Source: an optimization exercise on an open RTL-to-GDS flow (aim: small area and a short achievable clock period). Production flows keep margins and buffers that such runs may drop.
Only simulation tests tie the RTL to the original design; equivalence was not proved.

## cerxa_core
module cerxa_core (
    input  wire        clk,
    input  wire        rst,
    output wire [15:0] imem_addr,
    output wire        imem_en,
    input  wire [23:0] imem_rdata,
    output wire        dmem_re,
    output wire        dmem_we,
    output wire [17:0] dmem_addr,
    output wire [7:0]  dmem_wdata,
    input  wire [7:0]  dmem_rdata,
    output wire        io_re,
    output wire        io_we,
    output wire [15:0] io_addr,
    output wire [7:0]  io_wdata,
    input  wire [7:0]  io_rdata
);
export LEC_CHECK = 0
export ABC_AREA = 1
export CAP_MARGIN = 20
export CORE_MARGIN = 2
export CORE_UTILIZATION = 50
export CTS_BUF_LIST = sky130_fd_sc_hd__clkbuf_8
export CTS_CLUSTER_DIAMETER = 80
export CTS_CLUSTER_SIZE = 12
export PLACE_DENSITY = 0.62
export SLEW_MARGIN = 20
create_clock -name core_clock -period 14.0 [get_ports {clk}]
standard.sh (not shown) runs the stock make flow with config.mk's settings and CLKGATE_MAP_FILE= SYNTH_SCRIPT=/design/flow/synth_recipe.tcl, a recipe that flattens the netlist after the stock synthesis.
==> flow/flow/run.sh <==
#!/bin/bash
set -euo pipefail
bash standard.sh BUFFER_PORTS_ARGS="-buffer_cell sky130_fd_sc_hd__buf_2" SETUP_SLACK_MARGIN=7.7 finish > standard_flow.log 2>&1
Then changed:
==> flow/flow/run.sh (replaced) <==
#!/bin/bash
set -euo pipefail
bash standard.sh BUFFER_PORTS_ARGS="-buffer_cell sky130_fd_sc_hd__buf_2" SETUP_SLACK_MARGIN=7.5 finish > standard_flow.log 2>&1
CTS_CLUSTER_DIAMETER = unset   (was 80)
CTS_CLUSTER_SIZE = unset   (was 12)
Non-clock buffer count goes down by 3.
Count of clock-buffer cells in the layout came out higher by 41.
Global-route usage fell by 0.26 points.
Sequential share of layout area drops by 0.45 points.

---

cerxa_core again, from the RTL that the note above started with.
==> flow/config.mk <==
export PLATFORM = sky130hd
export DESIGN_NAME = cerxa_core
export DESIGN_NICKNAME = cerxa_core
export VERILOG_FILES = /design/flow/design.v
export SDC_FILE = /design/flow/constraint.sdc
export NUM_CORES = 4
export LEC_CHECK = 0
export ABC_AREA = 1
export CAP_MARGIN = 20
export CORE_MARGIN = 2
export CORE_UTILIZATION = 50
export CTS_BUF_LIST = sky130_fd_sc_hd__clkbuf_8
export PLACE_DENSITY = 0.62
export SLEW_MARGIN = 20
==> flow/constraint.sdc <==
create_clock -name core_clock -period 14.0 [get_ports {clk}]
set_input_delay 2.8000 -clock core_clock [delete_from_list [all_inputs] [get_ports {clk}]]
set_output_delay 2.8000 -clock core_clock [all_outputs]
set_load 0.01 [all_outputs]
==> flow/flow/run.sh <==
#!/bin/bash
set -euo pipefail
bash standard.sh BUFFER_PORTS_ARGS="-buffer_cell sky130_fd_sc_hd__buf_2" SETUP_SLACK_MARGIN=7.7 finish > standard_flow.log 2>&1
Rerun with:
==> flow/flow/run.sh (replaced) <==
#!/bin/bash
set -euo pipefail
bash standard.sh BUFFER_PORTS_ARGS="-buffer_cell sky130_fd_sc_hd__buf_2" SETUP_SLACK_MARGIN=8.3 finish > standard_flow.log 2>&1
--- a/flow/config.mk
+++ b/flow/config.mk
@@ -12,0 +13,2 @@
+export CTS_CLUSTER_DIAMETER = 80
+export CTS_CLUSTER_SIZE = 12
Outcome: The new run completed with no timing, DRC or antenna violations. Cell area increases by 3.8%. Die area does not change. Count of clock-buffer cells in the layout decreases by 31. Worst hold slack gets better by 0.016 ns. Cell count rose by 1.1%. Register-to-register slack improved by 0.09 ns. Routed wire length goes up by 2.3%. Clock skew increases by 0.0056 ns.
Rerun with:
==> flow/flow/run.sh (replaced) <==
#!/bin/bash
set -euo pipefail
bash standard.sh BUFFER_PORTS_ARGS="-buffer_cell sky130_fd_sc_hd__buf_2" SETUP_SLACK_MARGIN=8 finish > standard_flow.log 2>&1
The changed run finished with timing, DRC and antenna clean.
Utilization shrinks by 2.1 points.
Design area shrinks by a few percent.
Global-route usage shrinks by 0.62 points.
Worst hold slack is worse by 0.016 ns.
Register-to-register slack is worse by 0.04 ns.
Rerun with:
==> flow/flow/run.sh (replaced) <==
#!/bin/bash
set -euo pipefail
bash standard.sh BUFFER_PORTS_ARGS="-buffer_cell sky130_fd_sc_hd__buf_2" SETUP_SLACK_MARGIN=7 finish > standard_flow.log 2>&1
--- a/flow/config.mk
+++ b/flow/config.mk
@@ -13,2 +12,0 @@
-export CTS_CLUSTER_DIAMETER = 80
-export CTS_CLUSTER_SIZE = 12
Effect: Count of clock-buffer cells in the layout grows by 31; critical path depth shrinks by 1; setup slack degrades by 0.68 ns; global-route usage shrinks by 0.88 points; first-iteration DRC count grows by 4.2%; hold slack degrades by 0.010 ns.

[static timing again, ports no longer ideal]
The results above use ideal ports. As a check the final layouts listed here were re-extracted and re-timed, cells and wires unchanged.
Step 1, drivers: a clkbuf_16 drives clk and a buf_2 each remaining input, both assumed.
Step 2 times the ports against the registers' clock, not the clock port: input delays grow and output delays shrink by t, the midpoint of the rising clock arrivals with the driver on.
Three values: no drivers, after step 1, after step 2; two values: the first two.
run | shift t [ns] | setup WS [ns] | hold slack, ns | worst register clock-pin slew, ns | worst data-port slew with drivers (ns)
the first run of note 1 | 0.694 | 7.707 / 7.645 / 7.645 | 0.360 / 0.360 / 0.360 | 0.10 / 0.10 | 0.06
the second run of note 1 | 0.711 | 7.613 / 7.613 / 7.613 | 0.373 / 0.373 / 0.373 | 0.07 / 0.07 | 0.04
the first run of note 2 | 0.747 | 7.739 / 7.676 / 7.676 | 0.365 / 0.365 / 0.365 | 0.08 / 0.08 | 0.06
the second run of note 2 | 0.709 | 7.945 / 7.811 / 7.811 | 0.381 / 0.381 / 0.381 | 0.10 / 0.10 | 0.17
the third run of note 2 | 0.706 | 7.985 / 7.920 / 7.952 | 0.366 / 0.366 / 0.366 | 0.10 / 0.10 | 0.07
the fourth run of note 2 | 0.762 | 7.300 / 7.238 / 7.342 | 0.355 / 0.355 / 0.355 | 0.07 / 0.07 | 0.04
After both steps every run listed still meets setup and hold. The setup slack of the second run of note 2, which loses most, moves by -0.134 ns with the drivers and by -0.134 ns with both steps.
